This is an optimization exercise on Yosys and OpenROAD, whose aim is small area, not a production implementation.
Only simulation tests tie the RTL to the original design; equivalence was not proved.

**flow/flow/run.sh**
```bash
#!/bin/bash
# Standard layout, with the port buffers made from the smallest buffer
# cell, the fanout buffers that ABC adds in synthesis removed at floorplan
# (timing has a wide margin), and no dummy loads added to the clock tree.
export BUFFER_PORTS_ARGS="-buffer_cell sky130_fd_sc_hd__buf_1"
export REMOVE_ABC_BUFFERS=1
export CTS_ARGS="-sink_clustering_enable -repair_clock_nets -dont_use_dummy_load -buf_list {sky130_fd_sc_hd__clkbuf_4 sky130_fd_sc_hd__clkbuf_8}"
bash standard.sh > standard.log 2>&1
```
**flow/standard.sh**
```bash
#!/bin/bash
# synth_recipe.tcl (not shown) runs the flow's synth.tcl, then flattens the netlist and writes it again
# the make line also repeats each setting of config.mk as NAME=value (left out here)
make -C /OpenROAD-flow-scripts/flow DESIGN_CONFIG=/design/flow/config.mk WORK_HOME=/design/flow/orfs CLKGATE_MAP_FILE= SYNTH_SCRIPT=/design/flow/synth_recipe.tcl "${@:-finish}"
```
**flow/config.mk**
```make
export PLATFORM = sky130hd
export DESIGN_NAME = loop_engine
export DESIGN_NICKNAME = loop_engine
export VERILOG_FILES = /design/flow/design.v
export SDC_FILE = /design/flow/constraint.sdc
export NUM_CORES = 4
export LEC_CHECK = 0
export ABC_AREA = 0
export CAP_MARGIN = 20
export CORE_MARGIN = 2
export CORE_UTILIZATION = 40
export PLACE_DENSITY = 0.55
export SLEW_MARGIN = 20
```
**flow/constraint.sdc**
```tcl
create_clock -name core_clock -period 180.0 [get_ports {clk}]
set_input_delay 36.0000 -clock core_clock [delete_from_list [all_inputs] [get_ports {clk}]]
set_output_delay 36.0000 -clock core_clock [all_outputs]
set_load 0.01 [all_outputs]
```
**flow/design.v**
```verilog
module loop_engine (
    input  wire         clk,
    input  wire         rst,             
    input  wire         start,           
    input  wire         init,            
    output wire         ready,
    output reg          done,
    input  wire         dact,            
    input  wire         d_on_pv,         
    input  wire [1:0]   nreg,            
    input  wire [1:0]   sch_src,         
    input  wire         pv_scaled,       
    input  wire [31:0]  pv_ofs,
    input  wire [15:0]  pv_scl,
    input  wire [4:0]   pv_sh,
    input  wire [1:0]   mode,            
    input  wire [1:0]   fault_act,       
    input  wire [15:0]  hold_max,
    input  wire [15:0]  man_out,
    input  wire [15:0]  out_hi,
    input  wire [15:0]  out_lo,
    input  wire [15:0]  fallback,
    input  wire [15:0]  bias,
    input  wire [15:0]  hyst,
    input  wire [15:0]  kf,
    input  wire [63:0]  re_kp,
    input  wire [15:0]  re_kp_sh,
    input  wire [63:0]  re_ki,
    input  wire [15:0]  re_ki_sh,
    input  wire [63:0]  re_kd,
    input  wire [15:0]  re_kd_sh,
    input  wire [63:0]  re_kff,
    input  wire [15:0]  re_kff_sh,
    input  wire [63:0]  re_bound,        
    input  wire [31:0]  pv_raw,
    input  wire [1:0]   pv_q,            
    input  wire [15:0]  sp_in,
    input  wire         sp_valid,
    input  wire [15:0]  ff_in,
    input  wire         ff_valid,
    input  wire [15:0]  trk_in,
    input  wire         trk_valid,
    input  wire [15:0]  sch_in,
    input  wire         sch_valid,
    input  wire [15:0]  out_ref_in,      
    output reg  [39:0]  i_acc,
    output reg  [15:0]  out,
    output reg  [15:0]  pv_last,
    output reg  [15:0]  x_prev,
    output reg  [15:0]  df,
    output reg  [15:0]  sp_eff,
    output reg  [15:0]  ff_last,
    output reg  [1:0]   region,
    output reg          sat_hi,
    output reg          sat_lo,
    output reg          in_fault,
    output reg  [1:0]   q_last,
    output reg          auto_st,
    output reg  [15:0]  bad,
    output reg          executed,        
    output reg          ev_fault,        
    output reg          ev_forced_man,   
    output reg          ev_region,       
    output reg          ev_sat           
);
    localparam [1:0] M_OFF = 2'd0, M_MANUAL = 2'd1, M_AUTO = 2'd2, M_TRACK = 2'd3;
    localparam [5:0] S_IDLE = 6'd0,
                     S_PVH  = 6'd1,    
                     S_PV   = 6'd2,    
                     S_PVR  = 6'd3,    
                     S_X1   = 6'd4,    
                     S_X2   = 6'd5,    
                     S_DF   = 6'd6,    
                     S_G1   = 6'd7,    
                     S_G2   = 6'd8,    
                     S_G3   = 6'd9,    
                     S_G4   = 6'd10,    
                     S_G5   = 6'd11,   
                     S_G6   = 6'd12,   
                     S_G7   = 6'd13,   
                     S_CL   = 6'd14,   
                     S_L1   = 6'd15,   
                     S_L2   = 6'd16,
                     S_L3   = 6'd17,
                     S_L4   = 6'd18,   
                     S_C1   = 6'd19,   
                     S_C2   = 6'd20,
                     S_C3   = 6'd21,
                     S_C4   = 6'd22,   
                     S_A1   = 6'd23,   
                     S_A2   = 6'd24,   
                     S_A3   = 6'd25,   
                     S_A4   = 6'd26,   
                     S_A5   = 6'd27,   
                     S_A6   = 6'd28,
                     S_A7   = 6'd29,
                     S_A8   = 6'd30,   
                     S_A9   = 6'd31,   
                     S_M1   = 6'd32,   
                     S_M2   = 6'd33,   
                     S_M3   = 6'd34,   
                     S_M4   = 6'd35;   
    reg  [5:0]  st;
    reg  [48:0] acc;
    reg         valid_seen;
    reg         mode_was_off;
    reg         c_last_ok;
    reg  [15:0] cl_kp, cl_kd, cl_kff;
    reg  [3:0]  cl_kp_sh, cl_kd_sh, cl_kff_sh;
    reg         f_below, f_above, f_b1, f_b2, f_stop;
    assign ready = 1'b1;
    wire valid = (pv_q == 2'd0);
    wire fault = in_fault;                           
    wire auto_n = (mode == M_AUTO) & ~fault;
    wire forced_man = fault & (mode == M_AUTO) & (fault_act == 2'd2);
    reg         zsp;
    wire [15:0] sp0 = zsp ? 16'd0 : sp_eff;
    wire [16:0] e_a = dact ? {pv_last[15], pv_last} : {sp0[15], sp0};
    wire [16:0] e_b = dact ? {sp0[15], sp0} : {pv_last[15], pv_last};
    wire [16:0] e_d = e_a - e_b;
    wire [15:0] e_s = (e_d[16] != e_d[15]) ? {e_d[16], {15{~e_d[16]}}} : e_d[15:0];
    wire        acc_big = acc[16] ^ acc[15];
    wire [15:0] acc16 = acc_big ? {acc[16], {15{~acc[16]}}} : acc[15:0];
    wire [15:0] c_kp     = re_kp    [16*region +: 16];
    wire [3:0]  c_kp_sh  = re_kp_sh [4*region  +: 4];
    wire [15:0] c_ki     = re_ki    [16*region +: 16];
    wire [3:0]  c_ki_sh  = re_ki_sh [4*region  +: 4];
    wire [15:0] c_kd     = re_kd    [16*region +: 16];
    wire [3:0]  c_kd_sh  = re_kd_sh [4*region  +: 4];
    wire [15:0] c_kff    = re_kff   [16*region +: 16];
    wire [3:0]  c_kff_sh = re_kff_sh[4*region  +: 4];
    reg  [16:0] ma;
    reg  [15:0] mb;
    reg  [3:0]  msh;
    reg  [32:0] prod;
    reg  [2:0]  bg;
    reg  [17:0] bm;
    reg         b_one, b_two, b_neg;
    integer     bk;
    always @* begin
        prod = 33'd0;
        for (bk = 0; bk < 8; bk = bk + 1) begin
            bg    = {mb[2*bk+1], mb[2*bk], (bk == 0) ? 1'b0 : mb[2*bk-1]};
            b_one = bg[0] ^ bg[1];
            b_two = (bg == 3'b011) | (bg == 3'b100);
            b_neg = bg[2] & ~(bg[1] & bg[0]);
            bm    = b_one ? {ma[16], ma} : b_two ? {ma, 1'b0} : 18'd0;
            bm    = b_neg ? ~bm : bm;
            prod  = prod + ({15'd0, ~bm[17], bm[16:0]} << (2*bk)) + ({32'd0, b_neg} << (2*bk));
        end
        prod = prod - 33'h0_AAAA_0000;
    end
    wire        pvr = (st == S_PVR);
    wire [32:0] pv_y = pv_sh[4] ? acc[47:15] : {acc[31:0], 1'b0};
    wire [32:0] sx = pvr ? pv_y : {prod[31], prod[31:0]};
    wire [39:0] tw = {{7{sx[32]}}, sx} << msh;
    reg         t_ovf;
    integer     ti;
    always @* begin
        t_ovf = 1'b0;
        for (ti = 24; ti < 31; ti = ti + 1)
            if (ti + msh >= 39 && prod[ti] != prod[31]) t_ovf = 1'b1;
    end
    wire [39:0] term = t_ovf ? {prod[31], {39{~prod[31]}}} : tw;
    reg  [48:0] opa, opb;
    reg         cin, sat_en;      
    wire [48:0] sum = opa + opb + {48'd0, cin};
    wire        s_ovf = sat_en & ~((&sum[48:39]) | ~(|sum[48:39]));
    wire [48:0] res = s_ovf ? {{10{sum[48]}}, {39{~sum[48]}}} : sum;
    wire        res_neg = res[48];
    wire signed [24:0] res_hi = res[39:15];
    wire        gt_hi = ($signed(res_hi) > $signed(out_hi)) |
                        (($signed(res_hi) == $signed(out_hi)) & (|res[14:0]));
    wire        lt_lo = $signed(res_hi) < $signed(out_lo);
    wire [39:0] hi30 = {{9{out_hi[15]}}, out_hi, 15'd0};
    wire [39:0] lo30 = {{9{out_lo[15]}}, out_lo, 15'd0};
    wire [39:0] clamped = gt_hi ? hi30 : lt_lo ? lo30 : res[39:0];
    reg         fit_pv;
    integer i;
    always @* begin
        fit_pv = 1'b1;
        for (i = 16; i < 48; i = i + 1)
            if (pv_sh <= i - 16 && acc[i] != acc[48]) fit_pv = 1'b0;
    end
    wire        fit_15 = (&res[48:31]) | ~(|res[48:31]);
    wire [17:0] rv    = pvr ? tw[32:15] : res[31:14];
    wire        r_fit = pvr ? fit_pv : fit_15;
    wire        r_sgn = pvr ? acc[48] : res[48];
    wire [18:0] rv1 = {rv[17], rv[17:0]} + 19'd1;
    wire [17:0] rz = rv1[18:1];
    wire        r_ovh = r_fit ? ($signed(rz) > 18'sd32767)  : ~r_sgn;
    wire        r_ovl = r_fit ? ($signed(rz) < -18'sd32768) :  r_sgn;
    wire [15:0] r16 = r_ovh ? 16'h7FFF : r_ovl ? 16'h8000 : rz[15:0];
    reg  [15:0] xs;
    reg         xs_ok;
    always @* begin
        case (sch_src)
            2'd0:    begin xs = pv_last; xs_ok = valid;     end
            2'd1:    begin xs = sp_eff;  xs_ok = sp_valid;  end
            2'd2:    begin xs = out;     xs_ok = 1'b1;      end
            default: begin xs = sch_in;  xs_ok = sch_valid; end
        endcase
    end
    wire [1:0] r_cur = (region > nreg) ? nreg : region;
    wire [1:0] r_nxt = r_cur + 2'd1;
    reg  [1:0] bsel;
    wire [15:0] bnd = re_bound[16*bsel +: 16];
    wire f_b3 = ~res_neg;
    wire below_ok = (r_cur == 2'd0) | f_below;
    wire above_ok = (r_cur == nreg) | f_above;
    wire [1:0] r_direct = (f_b3 && nreg == 2'd3) ? 2'd3 :
                          (f_b2 && nreg >= 2'd2) ? 2'd2 :
                          (f_b1 && nreg != 2'd0) ? 2'd1 : 2'd0;
    wire [1:0] r_sel = (!xs_ok || nreg == 2'd0 || (below_ok && above_ok)) ? r_cur : r_direct;
    reg  [15:0] want_o;
    reg         held;
    always @* begin
        held = 1'b0;
        if (forced_man) want_o = out;
        else case (mode)
            M_MANUAL: want_o = man_out;
            M_TRACK:  begin want_o = trk_valid ? trk_in : out; held = ~trk_valid; end
            default:  begin want_o = (fault_act == 2'd1) ? fallback : out;
                            held   = (fault_act != 2'd1); end
        endcase
    end
    wire        o_auto = (st == S_A9);
    wire [15:0] w_val = o_auto ? r16 : want_o;
    wire        w_keep = ~o_auto & held;        
    wire        w_hi = ~w_keep & ((o_auto & r_ovh) | ($signed(w_val) > $signed(out_hi)));
    wire        w_lo = ~w_keep & ((o_auto & r_ovl) | ($signed(w_val) < $signed(out_lo)));
    wire [15:0] out_n = w_hi ? out_hi : w_lo ? out_lo : w_val;
    wire [15:0] pv_n   = valid ? (pv_scaled ? r16 : pv_raw[15:0]) : pv_last;
    wire [15:0] bad_n  = valid ? 16'd0 :
                         (pv_q == 2'd3) ? bad :
                         (&bad) ? bad : bad + 16'd1;
    wire        seen_n = valid_seen | valid;
    wire        fault_n = (pv_q == 2'd3) | (bad_n > hold_max) | ~seen_n | (in_fault & ~valid);
    localparam [48:0] Z49 = 49'd0;
    always @* begin
        ma = {e_s[15], e_s};
        mb = cl_kp;
        msh = cl_kp_sh;
        opa = Z49;
        opb = {{9{term[39]}}, term};
        cin = 1'b0;
        sat_en = 1'b1;
        zsp = 1'b0;
        bsel = 2'd1;
        case (st)
            S_IDLE: begin
                opa = {{17{pv_raw[31]}}, pv_raw};
                opb = ~{{17{pv_ofs[31]}}, pv_ofs};
                cin = 1'b1; sat_en = 1'b0;
            end
            S_PVH: begin
                ma = acc[32:16]; mb = pv_scl;
            end
            S_PVR: begin
                msh = ~pv_sh[3:0];
            end
            S_PV: begin
                ma = {1'b0, acc[15:0]}; mb = pv_scl; msh = 4'd0;
                opa = {acc[48:16], 16'd0};
                sat_en = 1'b0;
            end
            S_X1: begin
                zsp = d_on_pv;
                ma = {x_prev[15], x_prev}; mb = 16'hFFFF; msh = 4'd0;
                opa = {{33{e_s[15]}}, e_s};
            end
            S_X2: begin
                ma = {df[15], df}; mb = 16'hFFFF; msh = 4'd0;
                opa = {{33{acc16[15]}}, acc16};
            end
            S_DF: begin
                ma = {acc16[15], acc16}; mb = kf; msh = 4'd0;
                opa = {{18{df[15]}}, df, 15'd0};
                sat_en = 1'b0;
            end
            S_G1, S_G3: begin
                ma = {1'b0, hyst}; mb = (st == S_G3) ? 16'hFFFF : 16'd1; msh = 4'd0;
                opa = {{33{xs[15]}}, xs};
            end
            S_G2, S_G4: begin
                bsel = (st == S_G2) ? r_cur : r_nxt;
                ma = {bnd[15], bnd}; mb = 16'hFFFF; msh = 4'd0;
                opa = acc;
            end
            S_G5, S_G6, S_G7: begin
                bsel = (st == S_G5) ? 2'd1 : (st == S_G6) ? 2'd2 : 2'd3;
                ma = {bnd[15], bnd}; mb = 16'hFFFF; msh = 4'd0;
                opa = {{33{xs[15]}}, xs};
            end
            S_L1, S_C1, S_A5: begin
                ma = {e_s[15], e_s}; mb = cl_kp; msh = cl_kp_sh;
            end
            S_L2, S_C2, S_A6: begin
                ma = {df[15], df}; mb = cl_kd; msh = cl_kd_sh;
                opa = acc;
            end
            S_L3, S_C3, S_A7: begin
                ma = {ff_last[15], ff_last}; mb = cl_kff; msh = cl_kff_sh;
                opa = acc;
            end
            S_L4, S_C4, S_M3: begin
                opa = {{9{i_acc[39]}}, i_acc};
                opb = (st == S_L4) ? acc : ~acc;
                cin = (st != S_L4);
            end
            S_A1, S_A8, S_M4: begin
                ma = {bias[15], bias}; mb = (st == S_M4) ? 16'hC000 : 16'd16384; msh = 4'd1;
                opa = acc;
            end
            S_A2, S_A9: begin
                opa = {{9{i_acc[39]}}, i_acc};
                opb = acc;
            end
            S_A3, S_A4: begin
                ma = {e_s[15], e_s}; mb = c_ki; msh = c_ki_sh;
                opa = (st == S_A3) ? acc : {{9{i_acc[39]}}, i_acc};
                opb = (!valid || (st == S_A4 && f_stop)) ? Z49 : {{9{term[39]}}, term};
            end
            S_M2: begin
                ma = {out[15], out}; mb = 16'd16384; msh = 4'd1;
            end
            default: ;
        endcase
    end
    wire go  = start & (st == S_IDLE);
    wire clr = rst | (go & init);        
    always @(posedge clk) begin
        if (rst) begin
            st            <= S_IDLE;
            done          <= 1'b0;
            executed      <= 1'b0;
            ev_fault      <= 1'b0;
            ev_forced_man <= 1'b0;
            ev_region     <= 1'b0;
            ev_sat        <= 1'b0;
            mode_was_off  <= 1'b1;
            out           <= 16'd0;
            sp_eff        <= 16'd0;
            ff_last       <= 16'd0;
        end else begin
            done <= 1'b0;
            case (st)
                S_IDLE: if (go) begin
                    acc           <= res;
                    executed      <= 1'b0;
                    ev_fault      <= 1'b0;
                    ev_forced_man <= 1'b0;
                    ev_region     <= 1'b0;
                    ev_sat        <= 1'b0;
                    if (mode == M_OFF) begin
                        mode_was_off <= 1'b1;
                        done         <= 1'b1;
                        if (init) begin
                            out     <= 16'd0;
                            sp_eff  <= 16'd0;
                            ff_last <= 16'd0;
                        end
                    end else begin
                        mode_was_off <= 1'b0;
                        executed     <= 1'b1;
                        if (init || mode_was_off) out <= out_ref_in;
                        if (sp_valid) sp_eff <= sp_in;
                        else if (init) sp_eff <= 16'd0;
                        if (ff_valid) ff_last <= ff_in;
                        else if (init) ff_last <= 16'd0;
                        st <= S_PVH;
                    end
                end
                S_PVH: begin
                    acc <= {prod, acc[15:0]};
                    st  <= S_PV;
                end
                S_PV: begin
                    acc <= res;
                    st  <= S_PVR;
                end
                S_PVR: begin
                    ev_fault <= fault_n & ~in_fault;
                    st       <= S_X1;
                end
                S_X1, S_X2: begin
                    acc <= res;
                    st  <= st + 6'd1;
                end
                S_DF: st <= S_G1;
                S_G1, S_G3: begin
                    acc <= res;
                    st  <= st + 6'd1;
                end
                S_G2: begin
                    f_below <= ~res_neg;
                    st      <= S_G3;
                end
                S_G4: begin
                    f_above <= res_neg;
                    st      <= S_G5;
                end
                S_G5: begin
                    f_b1 <= ~res_neg;
                    st   <= S_G6;
                end
                S_G6: begin
                    f_b2 <= ~res_neg;
                    st   <= S_G7;
                end
                S_G7: begin
                    ev_region <= (r_sel != region);
                    st        <= S_CL;
                end
                S_CL: begin
                    if (!c_last_ok) begin
                        cl_kp <= c_kp;   cl_kp_sh  <= c_kp_sh;
                        cl_kd <= c_kd;   cl_kd_sh  <= c_kd_sh;
                        cl_kff <= c_kff; cl_kff_sh <= c_kff_sh;
                    end
                    st <= S_L1;
                end
                S_L4: begin
                    cl_kp <= c_kp;   cl_kp_sh  <= c_kp_sh;
                    cl_kd <= c_kd;   cl_kd_sh  <= c_kd_sh;
                    cl_kff <= c_kff; cl_kff_sh <= c_kff_sh;
                    st <= S_C1;
                end
                S_C4: begin
                    ev_forced_man <= forced_man;
                    st            <= auto_n ? S_A1 : S_M1;
                end
                S_A3: begin
                    f_stop <= valid & ((~term[39] & (|term) & gt_hi) | (term[39] & lt_lo));
                    st     <= S_A4;
                end
                S_A4: st <= S_A5;
                S_A9, S_M1: begin
                    out    <= out_n;
                    ev_sat <= (w_hi | w_lo) & ~(sat_hi | sat_lo);
                    if (st == S_A9) begin
                        done <= 1'b1;
                        st   <= S_IDLE;
                    end else begin
                        st   <= S_M2;
                    end
                end
                S_M2: st <= S_M3;
                S_M3: begin
                    acc <= res;
                    st  <= S_M4;
                end
                S_M4: begin
                    done  <= 1'b1;
                    st    <= S_IDLE;
                end
                default: begin       
                    acc <= res;
                    st  <= st + 6'd1;
                end
            endcase
        end
    end
    always @(posedge clk) begin
        if (clr) begin
            valid_seen <= 1'b0;
            c_last_ok  <= 1'b0;
            i_acc      <= 40'd0;
            pv_last    <= 16'd0;
            x_prev     <= 16'd0;
            df         <= 16'd0;
            region     <= 2'd0;
            sat_hi     <= 1'b0;
            sat_lo     <= 1'b0;
            in_fault   <= 1'b0;
            q_last     <= 2'd0;
            auto_st    <= 1'b0;
            bad        <= 16'd0;
        end else begin
            case (st)
                S_PVR: begin
                    pv_last    <= pv_n;
                    bad        <= bad_n;
                    valid_seen <= seen_n;
                    in_fault   <= fault_n;
                    q_last     <= pv_q;
                end
                S_X1: if (valid) x_prev <= e_s;
                S_DF: if (valid) df <= r16;
                S_G7: region <= r_sel;
                S_L4: begin
                    i_acc     <= res[39:0];
                    c_last_ok <= 1'b1;
                end
                S_C4: begin
                    i_acc   <= res[39:0];
                    auto_st <= auto_n;
                end
                S_A4, S_M4: i_acc <= clamped;
                S_M2: i_acc <= res[39:0];
                S_A9, S_M1: begin
                    sat_hi <= w_hi;
                    sat_lo <= w_lo;
                end
                default: ;
            endcase
        end
    end
endmodule
```
==> results of run 1 <==
==> cell usage in the layout (no fill, tap or decap), drive strengths merged, types with 23 or more instances in the layout <==
| master | Yosys | final |
|---|---|---|
| a211oi | 106 | 106 |
| a21o | 87 | 87 |
| a21oi | 444 | 444 |
| a221o | 56 | 56 |
| a221oi | 45 | 45 |
| a222oi | 33 | 33 |
| a22o | 23 | 23 |
| a22oi | 197 | 197 |
| a31oi | 67 | 67 |
| and2 | 35 | 35 |
| and3 | 26 | 26 |
| buf | 75 | 1019 |
| clkbuf | 306 | 65 |
| dfxtp | 175 | 175 |
| edfxtp | 114 | 114 |
| fa | 92 | 92 |
| ha | 281 | 281 |
| inv | 253 | 253 |
| mux2 | 24 | 24 |
| mux2i | 90 | 90 |
| mux4 | 115 | 115 |
| nand2 | 485 | 485 |
| nand2b | 40 | 40 |
| nand3 | 118 | 118 |
| nand4 | 49 | 49 |
| nor2 | 549 | 549 |
| nor2b | 50 | 50 |
| nor3 | 95 | 95 |
| nor4 | 25 | 25 |
| o211ai | 51 | 51 |
| o21a | 31 | 31 |
| o21ai | 298 | 298 |
| o221ai | 50 | 50 |
| o22ai | 31 | 31 |
| o31ai | 28 | 28 |
| or2 | 23 | 23 |
| xnor2 | 134 | 134 |
| xor2 | 89 | 89 |
==> critical path, delay by kind of cell <==
kind / cells / cell delay [ns]
adders and majority gates: 10 / 4.10
buffers and inverters: 11 / 1.97
xor gates and xnor gates: 4 / 1.30
and+or+nand+nor: 20 / 5.90
AOI/OAI and AO/OA: 45 / 11.16
==> cell families after synthesis <==
kind of cell / count (synthesis) / synth area share (%)
xor+xnor: 224 / 5.05
simple gates: 1577 / 18.3
buf+inv: 636 / 6.28
flops: 289 / 17.7
compound gates: 1706 / 29.4
fa+ha+maj: 374 / 13.7
other cells: 1 / 0.00959
mux: 229 / 9.62
==> layout make-up <==
class | instances | area, um^2
inverters | 255 | 962
diodes | 17 | 42.5
clock buffers | 59 | 812
multi-input cells | 4111 | 29900
fillers | 10103 | 52100
repair buffers | 1025 | 4470
flip-flops and latches | 289 | 6930
well taps | 1276 | 1600
==> Yosys cell counts (50+ instances only) <==
master	n	share of area, %
edfxtp_1	114	8.8
inv_1	248	2.4
o21ai_0	274	3.5
o221ai_1	50	1.1
nand2_1	485	4.7
a31oi_1	66	1.1
nor3_1	95	1.2
mux4_2	115	6.6
a21o_1	87	1.7
a221o_1	56	1.4
a22oi_1	197	3.8
dfxtp_1	175	9.0
clkbuf_1	305	2.9
a21oi_1	443	5.7
xor2_1	89	2.0
nor2_1	549	5.3
nand3_1	118	1.5
ha_1	281	9.0
o211ai_1	51	0.98
fa_1	92	4.7
mux2i_1	90	2.3
a211oi_1	104	2.0
nor2b_1	50	0.80
xnor2_1	134	3.0
==> how the worst min path moves through the flow <==
stage                            start            to  slack, ns  cells after the start
after floorplan           mode_was_off  mode_was_off       0.42                      2
after global placement    mode_was_off  mode_was_off       0.44                      2
after detailed placement  mode_was_off  mode_was_off       0.44                      2
after CTS                 mode_was_off  mode_was_off       0.45                      2
after global routing      mode_was_off  mode_was_off       0.47                      2
final                        q_last[0]     q_last[0]       0.46                      2
==> layer usage <==
layer / track usage, % / vias up / wire [um]
met1: 61.3 / 23189 / 95100
met2: 64.1 / 3313 / 97400
met3: 19.2 / 547 / 35700
met4: 17.7 / 26 / 10500
li1: - / 20218 / -
met5: 1.04 / - / 315
==> through the flow <==
step / cell area (um^2) / setup slack [ns] / hold slack [ns] / cells
floorplan: 37600 / 122.05 / 0.423 / 4655
global placement: 43800 / 120.43 / 0.440 / 6951
detailed placement: 43900 / 119.94 / 0.439 / 6953
CTS: 44700 / 120.65 / 0.449 / 7012
global route: 44700 / 118.19 / 0.466 / 7024
finish: 44800 / 120.11 / 0.457 / 7032
==> impl_metrics.tcl, run 1 <==
set metrics [dict create \
    rsz0062_at_grt "false" \
    area_growth_pct 14.5 \
    worstReg2RegEnd "out[5]" \
    cts_tree "built" \
    r2r_start "st[4]" \
    min_path_type "reg2reg" \
    cp_slowest_cell "a21oi_2" \
    rows 114 \
    grt_overflow 0 \
    clock-sinks 289 \
    grt_antenna_before_repair 34 \
    dieArea_um2 100000 \
    arrival_ns 60.57 \
    seq_area_frac_synth_pct 17.7 \
    dr.first_iter.drc_count 7315 \
    synth_ff_type "dfxtp_1" \
    drt-pass1-iter-count 9 \
    finalSetupTns_ns 0 \
    boundaryPins 865 \
    die_w_um 317 \
    critPathCaptureType "flop" \
    dp_hpwl_mm 195 \
    routabilityCongestion 1.06 \
    hold_viol 0 \
    period_share_pct 33.3 \
    drv_cap 0 \
    slew_violations 0 \
    grt_pass1_vias 43018 \
    wl_per_cell_um 34.0 \
    crit_path_start "d_on_pv" \
    reg_top3 "acc: 49 flops, i_acc: 40 flops" \
    final_util_pct 46.2 \
    cp-endpoint "out[5]" \
    antenna_left 0 \
    critPathKind "in2reg" \
    yosys_warnings 1 \
    fmax_ghz 0.0167 \
    clk_latency_ns 0.79 \
    largest_reg_flops 49 \
    tightestPinTransition_ns 1.31 \
    slew_headroom_pct 12.1 \
    cts_resized 0 \
    clk_path_buf_depth 3 \
    status "no timing/DRC/antenna violations" \
    detail_route.drc_violations 0 \
    grt_pass1_wl_mm 327 \
    htreeDepth 2 \
    die_h_um 317 \
    core_um2 96900 \
    drive_gt1_share_pct 8.00 \
    rrSetupSlack_ns 153.26 \
    synth-seq-cells 289 \
    synth_area_per_cell_um2 7.77 \
    synthesis.area_um2 39100 \
    synth_cell_types 100 \
    setup_viol 0 \
    largest-register "acc" \
    cp_max_fo 33 \
    path_common_cell "o21ai_0" \
    wl_mm 239 \
    nets 6812 \
    cpPeakStageDelay_ns 0.76 \
    period_minus_slack_ns 59.89 \
    cts_hold_buf 0 \
    dr_total_vias 47293 \
    worstPathRequired_ns 180.68 \
    grt_usage_pct 45.6 \
    synth_edf_count 114 \
    netlist_instances 5036 \
    viasPerCell 6.73 \
    fin_skew_ns 0.0878 \
    clk_pin_slew_ns 0.05 \
    postCtsSetupBuffers 0 \
    initial_core_util_pct 40.4 \
    cts_buffers 59 \
    io_buffer_count 863 \
    worst_setup_path_start_kind "input port" \
    synthArstFlopShare_pct 0 \
    grt_max_degree 78 \
    root_buffer "clkbuf_8" \
    reg2reg_depth 91 \
]
==> inputs of run 2 (changes only) <==
--- a/flow/config.mk
+++ b/flow/config.mk
@@ -6,8 +6,8 @@
 export NUM_CORES = 4
 export LEC_CHECK = 0
 export ABC_AREA = 0
-export CAP_MARGIN = 20
+export CAP_MARGIN = 10
 export CORE_MARGIN = 2
 export CORE_UTILIZATION = 40
 export PLACE_DENSITY = 0.55
-export SLEW_MARGIN = 20
+export SLEW_MARGIN = 10
==> impl_metrics.tcl, run 2 <==
set metrics [dict create \
    synth-compound-area-share_pct 29.4 \
    worst_setup_path_start_kind "input port" \
    cts_hold_buf 0 \
    hold_viol 0 \
    largest-register "acc" \
    finalSetupTns_ns 0 \
    status "no timing/DRC/antenna violations" \
    grt_pass1_vias 42737 \
    io_buffer_count 863 \
    min_path_type "reg2reg" \
    wl_mm 239 \
    synth_ff_type "dfxtp_1" \
    area_growth_pct 14.3 \
    worstPathRequired_ns 180.70 \
    critPathCaptureType "flop" \
    synth-seq-cells 289 \
    synth_top_family_by_area "compound AO/OA/AOI/OAI gates" \
    yosys.cell_count.top_type "nor2_1" \
    cpPeakStageDelay_ns 0.78 \
    nets 6808 \
    synth_top_area_share_pct 8.99 \
    htreeDepth 2 \
    antenna_left 0 \
    viasPerCell 6.74 \
    dp_hpwl_mm 195 \
    place_inst 6952 \
    grt_overflow 0 \
    grt_pass1_wl_mm 327 \
    boundaryPins 865 \
    die_h_um 317 \
    tightestPinTransition_ns 1.37 \
    synth_edf_count 114 \
    rsz0062_at_grt "false" \
    yosys-top-cells-count "nor2_1, nand2_1, a21oi_1, clkbuf_1, ha_1" \
    synthesis.area_um2 39100 \
    synth_cell_types 100 \
    dr.first_iter.drc_count 7096 \
    synth-simple-area-share_pct 18.3 \
    setup_ws_ns 120.05 \
    yosys.area_share.xor_xnor_pct 5.05 \
    synth_adder_area_share_pct 13.7 \
    drv_cap 0 \
    setup_viol 0 \
    critPathKind "in2reg" \
    initial_core_util_pct 40.4 \
    path_common_cell "o21ai_0" \
    wl_per_cell_um 34.1 \
    yosysTopAreaCell "ha_1" \
    clk_path_buf_depth 3 \
    grt_usage_pct 45.6 \
    final_util_pct 46.1 \
    largest_reg_flops 49 \
    core_um2 96900 \
    drt-pass1-iter-count 9 \
    dp_slack_ns 119.93 \
    synthArstFlopShare_pct 0 \
    rows 114 \
    synthMuxAreaShare_pct 9.62 \
    yosys_warnings 1 \
    synth_top_cells_by_area "ha_1, dfxtp_1, edfxtp_1" \
    cp_slowest_cell "a21oi_2" \
    cts_buffers 58 \
    drive_gt1_share_pct 7.86 \
    mostFrequentLayoutCells "buf_1, nor2_1, nand2_1" \
    slew_violations 0 \
    routabilityCongestion 1.06 \
    clk_pin_slew_ns 0.07 \
    cts_resized 0 \
    clock-sinks 289 \
    die_w_um 317 \
    grt_antenna_before_repair 32 \
    synth_area_per_cell_um2 7.77 \
    cp_max_fo 33 \
    period_minus_slack_ns 59.95 \
    period_share_pct 33.3 \
    fin_cells 7027 \
    grt_max_degree 78 \
    dieArea_um2 100000 \
    postCtsSetupBuffers 0 \
    fmax_ghz 0.0167 \
    final_common_cell "buf_1" \
    seq_area_frac_synth_pct 17.7 \
    slew_headroom_pct 8.49 \
    fin_skew_ns 0.154 \
    dr_total_vias 47395 \
    detail_route.drc_violations 0 \
    root_buffer "clkbuf_8" \
    arrival_ns 60.65 \
    netlist_instances 5036 \
    cts_tree "built" \
    reg_top3 "acc: 49 flops, i_acc: 40 flops" \
    clk_latency_ns 0.81 \
]
-- run 2: critical path: cells and delay by family --
kind | cells | cell delay, ns
AO/OA/AOI/OAI | 46 | 11.49
AND/OR/NAND/NOR | 19 | 5.69
adder cells (fa/ha/maj) | 10 | 4.09
buffers and inverters | 11 | 1.98
XOR/XNOR | 4 | 1.29
-- run 2: metal layers --
metal | up-vias | part of all wire (%) | global-route usage [%]
met5 | - | 0.17 | 1.04
met4 | 14 | 4.4 | 17.3
met3 | 556 | 15 | 18.3
met2 | 3464 | 41 | 64.4
met1 | 23137 | 40 | 61.9
li1 | 20224 | - | -
-- run 2: final cells by class --
cell class | count | area (um^2)
diodes | 16 | 40.0
inverters | 255 | 962
clock buffers | 58 | 798
multi-input cells | 4111 | 29900
fillers | 10100 | 52200
flip-flops and latches | 289 | 6930
repair buffers | 1022 | 4440
well taps | 1276 | 1600
-- run 2: cells by family after synthesis --
family                   after synthesis
other                                  1
buffers and inverters                636
flip-flops                           289
AND/OR/NAND/NOR                     1577
adder cells (fa/ha/maj)              374
AO/OA/AOI/OAI                       1706
XOR/XNOR                             224
multiplexers                         229
-- run 2: stage by stage --
step | area (um^2) | hold WS, ns
finish | 44700 | 0.450
floorplan | 37600 | 0.423
detailed placement | 43800 | 0.439
global route | 44700 | 0.467
global placement | 43800 | 0.440
CTS | 44600 | 0.450
-- run 2: path summary, 6_finish.rpt --
check / cells past startpoint / start / slack, ns / endpoint
hold / removal: 2 / mode_was_off / 0.45 / mode_was_off
setup / recovery: 90 / d_on_pv / 120.05 / out[1]
hold reg to reg: 2 / mode_was_off / 0.45 / mode_was_off
setup reg to reg: 91 / st[5] / 153.19 / out[1]
==> inputs of run 3 (changes only) <==
==> flow/flow/run.sh (replaced) <==
#!/bin/bash
# Standard layout, with the port buffers made from the smallest buffer
# cell, the fanout buffers that ABC adds in synthesis removed at floorplan
# (timing has a wide margin), and no dummy loads added to the clock tree.
export BUFFER_PORTS_ARGS="-buffer_cell sky130_fd_sc_hd__buf_1"
export REMOVE_ABC_BUFFERS=1
export CTS_ARGS="-sink_clustering_enable -repair_clock_nets -dont_use_dummy_load -buf_list {sky130_fd_sc_hd__clkbuf_2 sky130_fd_sc_hd__clkbuf_4 sky130_fd_sc_hd__clkbuf_8}"
bash standard.sh > standard.log 2>&1
--- a/flow/config.mk
+++ b/flow/config.mk
@@ -8,6 +8,6 @@
 export ABC_AREA = 0
 export CAP_MARGIN = 10
 export CORE_MARGIN = 2
-export CORE_UTILIZATION = 40
-export PLACE_DENSITY = 0.55
+export CORE_UTILIZATION = 50
+export PLACE_DENSITY = 0.65
 export SLEW_MARGIN = 10
==> impl_metrics.tcl, run 3 <==
set metrics [dict create \
    status "no timing/DRC/antenna violations" \
    synth_edf_count 114 \
    antenna_left 0 \
    fillers 7538 \
    dr_total_vias 47386 \
    critPathCaptureType "flop" \
    largest_reg_flops 49 \
    wl_per_cell_um 31.4 \
    tightestPinTransition_ns 1.33 \
    path_common_cell "o21ai_0" \
    cp_max_fo 64 \
    grt_antenna_before_repair 25 \
    synth_area_per_cell_um2 7.77 \
    drt-pass1-iter-count 13 \
    grt_overflow 0 \
    root_buffer "clkbuf_8" \
    synth_ff_type "dfxtp_1" \
    rsz0062_at_grt "false" \
    arrival_ns 61.34 \
    worst_setup_path_start_kind "input port" \
    synthArstFlopShare_pct 0 \
    clock-sinks 289 \
    critPathKind "in2reg" \
    worstPathRequired_ns 180.64 \
    fmax_ghz 0.0165 \
    netlist_instances 5036 \
    die_h_um 284 \
    boundaryPins 865 \
    area_growth_pct 12.9 \
    nets 6776 \
    grt_pass1_wl_mm 302 \
    synth-seq-cells 289 \
    fin_skew_ns 0.118 \
    cp_slowest_cell "o21ai_0" \
    wl_mm 213 \
    mostFrequentLayoutCells "buf_1, nor2_1, nand2_1" \
    critPathTopFamily "compound AO/OA/AOI/OAI gates" \
    period_share_pct 33.7 \
    fin_area_um2 44200 \
    yosys_warnings 1 \
    routabilityCongestion 1.08 \
    crit_path_start "dact" \
    postCtsSetupBuffers 0 \
    grt_usage_pct 50.7 \
    viasPerCell 7.00 \
    reg_top3 "acc: 49 flops, i_acc: 40 flops" \
    yosys.cell_count.top_type "nor2_1" \
    postPlaceCellArea_um2 43300 \
    setup_viol 0 \
    htreeDepth 2 \
    dr.first_iter.drc_count 7304 \
    clk_path_buf_depth 3 \
    drive_gt1_share_pct 7.35 \
    clk_pin_slew_ns 0.05 \
    cts_hold_buf 0 \
    core_um2 77500 \
    dp_hpwl_mm 171 \
    busiest_layer "met2" \
    use_met1_pct 65.3 \
    synth_cell_types 100 \
    grt_pass1_vias 43141 \
    cpPeakStageDelay_ns 0.99 \
    clk_latency_ns 0.75 \
    synthesis.area_um2 39100 \
    final_common_cell "buf_1" \
    detail_route.drc_violations 0 \
    grt_use_met3_pct 24.8 \
    grt.met2_usage_pct 69.1 \
    die_w_um 284 \
    cp_num_buf_inv 9 \
    io_buffer_count 863 \
    synth_top_area_share_pct 8.99 \
    ff_latch_area_um2 6930 \
    period_minus_slack_ns 60.70 \
    slew_violations 0 \
    synth_top_cells_by_area "ha_1, dfxtp_1, edfxtp_1" \
    finalSetupTns_ns 0 \
    dieArea_um2 80500 \
    largest-register "acc" \
    rows 102 \
    multiInputGateArea_um2 29900 \
    min_path_type "reg2reg" \
    cts_tree "built" \
    initial_core_util_pct 50.5 \
    hold_viol 0 \
    slew_headroom_pct 10.9 \
    drv_cap 0 \
    cts_buffers 56 \
    cts_resized 0 \
    holdCritStartpoint "q_last[0]" \
    yosys-top-cells-count "nor2_1, nand2_1, a21oi_1, clkbuf_1, ha_1" \
    yosysTopAreaCell "ha_1" \
    r2r_start "st[3]" \
    grt_max_degree 76 \
    seq_area_frac_synth_pct 17.7 \
]
-- run 3: cell type report --
type | instances | share of cell area [%]
flip-flops and latches | 289 | 15.7
multi-input cells | 4111 | 67.7
diodes | 27 | 0.153
well taps | 1040 | 2.95
repair buffers | 992 | 9.54
clock buffers | 56 | 1.74
inverters | 255 | 2.18
-- run 3: kinds of logic (layout without fill, tap and decap cells) --
kind of cell | count (synthesis) | count (layout) | share of synthesized area (%)
AOI/OAI and AO/OA | 1706 | 1706 | 29.4
xor gates and xnor gates | 224 | 224 | 5.05
adders and majority gates | 374 | 374 | 13.7
buffers and inverters | 636 | 1303 | 6.28
DFF | 289 | 289 | 17.7
muxes | 229 | 229 | 9.62
other | 1 | 28 | 0.00959
and+or+nand+nor | 1577 | 1577 | 18.3
-- run 3: metal layers --
layer / wire length, um / part of all wire [%]
met1: 78800 / 37
met2: 82900 / 39
met3: 36700 / 17
met4: 13700 / 6.4
met5: 598 / 0.28
-- run 3: tightest hold or removal path, stage by stage, from the launching register on --
cell and delay (ns):
dfxtp_1 0.30, nand2_1 0.05, a21oi_1 0.05
-- run 3: through the flow --
step	hold slack, ns	std cells	setup WS (ns)	utilization [%]
2_1_floorplan	0.423	4655	122.05	-
3_3_place_gp	0.436	6687	120.26	55.9
3_5_place_dp	0.438	6687	119.64	55.9
4_1_cts	0.447	6743	120.27	56.9
5_1_grt	0.461	6759	117.72	57.0
6_report	0.451	6770	119.30	57.0
-- run 3: path summary, 6_finish.rpt --
| kind | endpoint | slack, ns | cells past startpoint |
|---|---|---|---|
| setup / recovery | out[4] | 119.30 | 87 |
| hold reg to reg | q_last[0] | 0.45 | 2 |
| hold / removal | q_last[0] | 0.45 | 2 |
| setup reg to reg | out[4] | 152.78 | 90 |
==> inputs of run 4 (changes only) <==
--- a/flow/config.mk
+++ b/flow/config.mk
@@ -6,8 +6,8 @@
 export NUM_CORES = 4
 export LEC_CHECK = 0
 export ABC_AREA = 0
-export CAP_MARGIN = 10
+export CAP_MARGIN = 0
 export CORE_MARGIN = 2
 export CORE_UTILIZATION = 50
 export PLACE_DENSITY = 0.65
-export SLEW_MARGIN = 10
+export SLEW_MARGIN = 0
==> impl_metrics.tcl, run 4 <==
set metrics [dict create \
    io_buffer_count 863 \
    synthArstFlopShare_pct 0 \
    arrival_ns 61.34 \
    reg2reg_depth 90 \
    dp_hpwl_mm 171 \
    drv_cap 0 \
    cts_tree "built" \
    dp_slack_ns 119.64 \
    die_w_um 284 \
    worst_setup_path_start_kind "input port" \
    core_um2 77500 \
    synth_cell_types 100 \
    place_inst 6687 \
    drt-pass1-iter-count 13 \
    r2r_start "st[3]" \
    synth_top_cells_by_area "ha_1, dfxtp_1, edfxtp_1" \
    fmax_ghz 0.0165 \
    cts_resized 0 \
    dr.first_iter.drc_count 7304 \
    min_to "q_last[0]" \
    setup_viol 0 \
    cp_max_fo 64 \
    critPathCaptureType "flop" \
    setup_ws_ns 119.30 \
    holdCritStartpoint "q_last[0]" \
    synth_area_per_cell_um2 7.77 \
    clk_path_buf_depth 3 \
    yosys.cell_count.top_type "nor2_1" \
    period_minus_slack_ns 60.70 \
    clk_pin_slew_ns 0.05 \
    slew_headroom_pct 10.9 \
    worstReg2RegEnd "out[4]" \
    final_common_cell "buf_1" \
    rsz0062_at_grt "false" \
    routabilityCongestion 1.08 \
    crit_path_start "dact" \
    postCtsSetupBuffers 0 \
    htreeDepth 2 \
    synth_ff_type "dfxtp_1" \
    yosys-top-cells-count "nor2_1, nand2_1, a21oi_1, clkbuf_1, ha_1" \
    finalSetupTns_ns 0 \
    synth_top_area_share_pct 8.99 \
    largest-register "acc" \
    yosys_warnings 1 \
    initial_core_util_pct 50.5 \
    boundaryPins 865 \
    drive_gt1_share_pct 7.35 \
    grt_usage_pct 50.7 \
    yosysTopAreaCell "ha_1" \
    synth-seq-cells 289 \
    path_common_cell "o21ai_0" \
    synthesis.area_um2 39100 \
    antenna_left 0 \
    hold_depth 2 \
    critPathKind "in2reg" \
    grt_antenna_before_repair 25 \
    wl_per_cell_um 31.4 \
    status "no timing/DRC/antenna violations" \
    period_share_pct 33.7 \
    wl_mm 213 \
    grt_overflow 0 \
    tightestPinTransition_ns 1.33 \
    grt_pass1_vias 43141 \
    fin_cells 6770 \
    reg_top3 "acc: 49 flops, i_acc: 40 flops" \
    clk_latency_ns 0.75 \
    clock-sinks 289 \
    cts_hold_buf 0 \
    detail_route.drc_violations 0 \
    rows 102 \
    root_buffer "clkbuf_8" \
    dr_total_vias 47386 \
    rrSetupSlack_ns 152.78 \
    die_h_um 284 \
    grt_pass1_wl_mm 302 \
    netlist_instances 5036 \
    area_growth_pct 12.9 \
    dieArea_um2 80500 \
    viasPerCell 7.00 \
    slew_violations 0 \
    fin_skew_ns 0.118 \
    min_path_type "reg2reg" \
    hold_viol 0 \
    nets 6776 \
    worstPathRequired_ns 180.64 \
    cts_buffers 56 \
    cpPeakStageDelay_ns 0.99 \
    seq_area_frac_synth_pct 17.7 \
    cp_slowest_cell "o21ai_0" \
    largest_reg_flops 49 \
    grt_max_degree 76 \
    mostFrequentLayoutCells "buf_1, nor2_1, nand2_1" \
    synth_edf_count 114 \
]
-- run 4: worst max-delay path by stage --
stage / endpoint
floorplan: out[12]
global placement: out[14]
detailed placement: out[4]
CTS: out[4]
global route: out[4]
finish: out[4]
-- run 4: final cells by class --
cell class                      instances  area (um^2)
Timing Repair Buffer                  992         4210
Inverter                              255          962
Tap cell                             1040         1300
Antenna cell                           27         67.6
Sequential cell                       289         6930
Fill cell                            7538        33300
Clock buffer                           56          771
Multi-Input combinational cell       4111        29900
-- run 4: layer usage --
metal  vias to the layer above  wire length (um)  global-route usage (%)
met3                       734             36700                    24.8
met4                        30             13700                    25.6
met1                     22625             78800                    65.3
met5                         -               598                    3.87
met2                      3814             82900                    69.1
li1                      20183                 -                       -
-- run 4: metrics by stage --
step,hold slack (ns),util [%],area [um^2]
3_3_place_gp,0.436,55.9,43300
5_1_grt,0.461,57.0,44100
4_1_cts,0.447,56.9,44100
3_5_place_dp,0.438,55.9,43300
2_1_floorplan,0.423,-,37600
6_report,0.451,57.0,44200
-- run 4: cell families after synthesis --
kind of cell / count (synthesis) / synth area share, %
buf+inv: 636 / 6.28
flops: 289 / 17.7
fa+ha+maj: 374 / 13.7
other cells: 1 / 0.00959
compound gates: 1706 / 29.4
simple gates: 1577 / 18.3
xor+xnor: 224 / 5.05
mux: 229 / 9.62
-- run 4: worst max-delay path, delay by kind of cell --
family | cells | cell delay, ns
AO/OA/AOI/OAI | 45 | 12.78
AND/OR/NAND/NOR | 19 | 5.39
adder cells (fa/ha/maj) | 10 | 4.10
buffers and inverters | 9 | 1.67
XOR/XNOR | 4 | 1.26

[afterwards: timing with drivers on the ports]
Ports are ideal in the flow. The routed layouts listed here were re-timed in OpenROAD. Step 1: set_driving_cell puts a clkbuf_16 on clk and a buf_2 on each other input, an assumption about the parent block. Step 2 adds t to the input delays and takes it off the output delays; t is the mean of the earliest and latest rising clock arrival at the registers after step 1. Input paths then give back, and output paths get back, about the clock's delay inside the block. Three values: ideal ports, drivers, drivers and shift; two values: the first two.
| run | shift t [ns] | setup slack, ns | clock arrival spread, ns | slew at the worst register clock pin (ns) |
|---|---|---|---|---|
| run 1 | 0.817 | 120.114 / 120.014 / 119.197 | 0.088 / 0.088 | 0.08 / 0.08 |
| run 2 | 0.815 | 120.052 / 119.959 / 119.144 | 0.154 / 0.155 | 0.08 / 0.08 |
| run 3 | 0.766 | 119.300 / 119.347 / 118.581 | 0.118 / 0.118 | 0.08 / 0.08 |
| run 4 | 0.766 | 119.300 / 119.347 / 118.581 | 0.118 / 0.118 | 0.08 / 0.08 |
After both steps setup and hold are still met in every run listed. For run 1, which loses most, drivers alone change the setup slack by -0.100 ns; drivers and shift together by -0.917 ns.
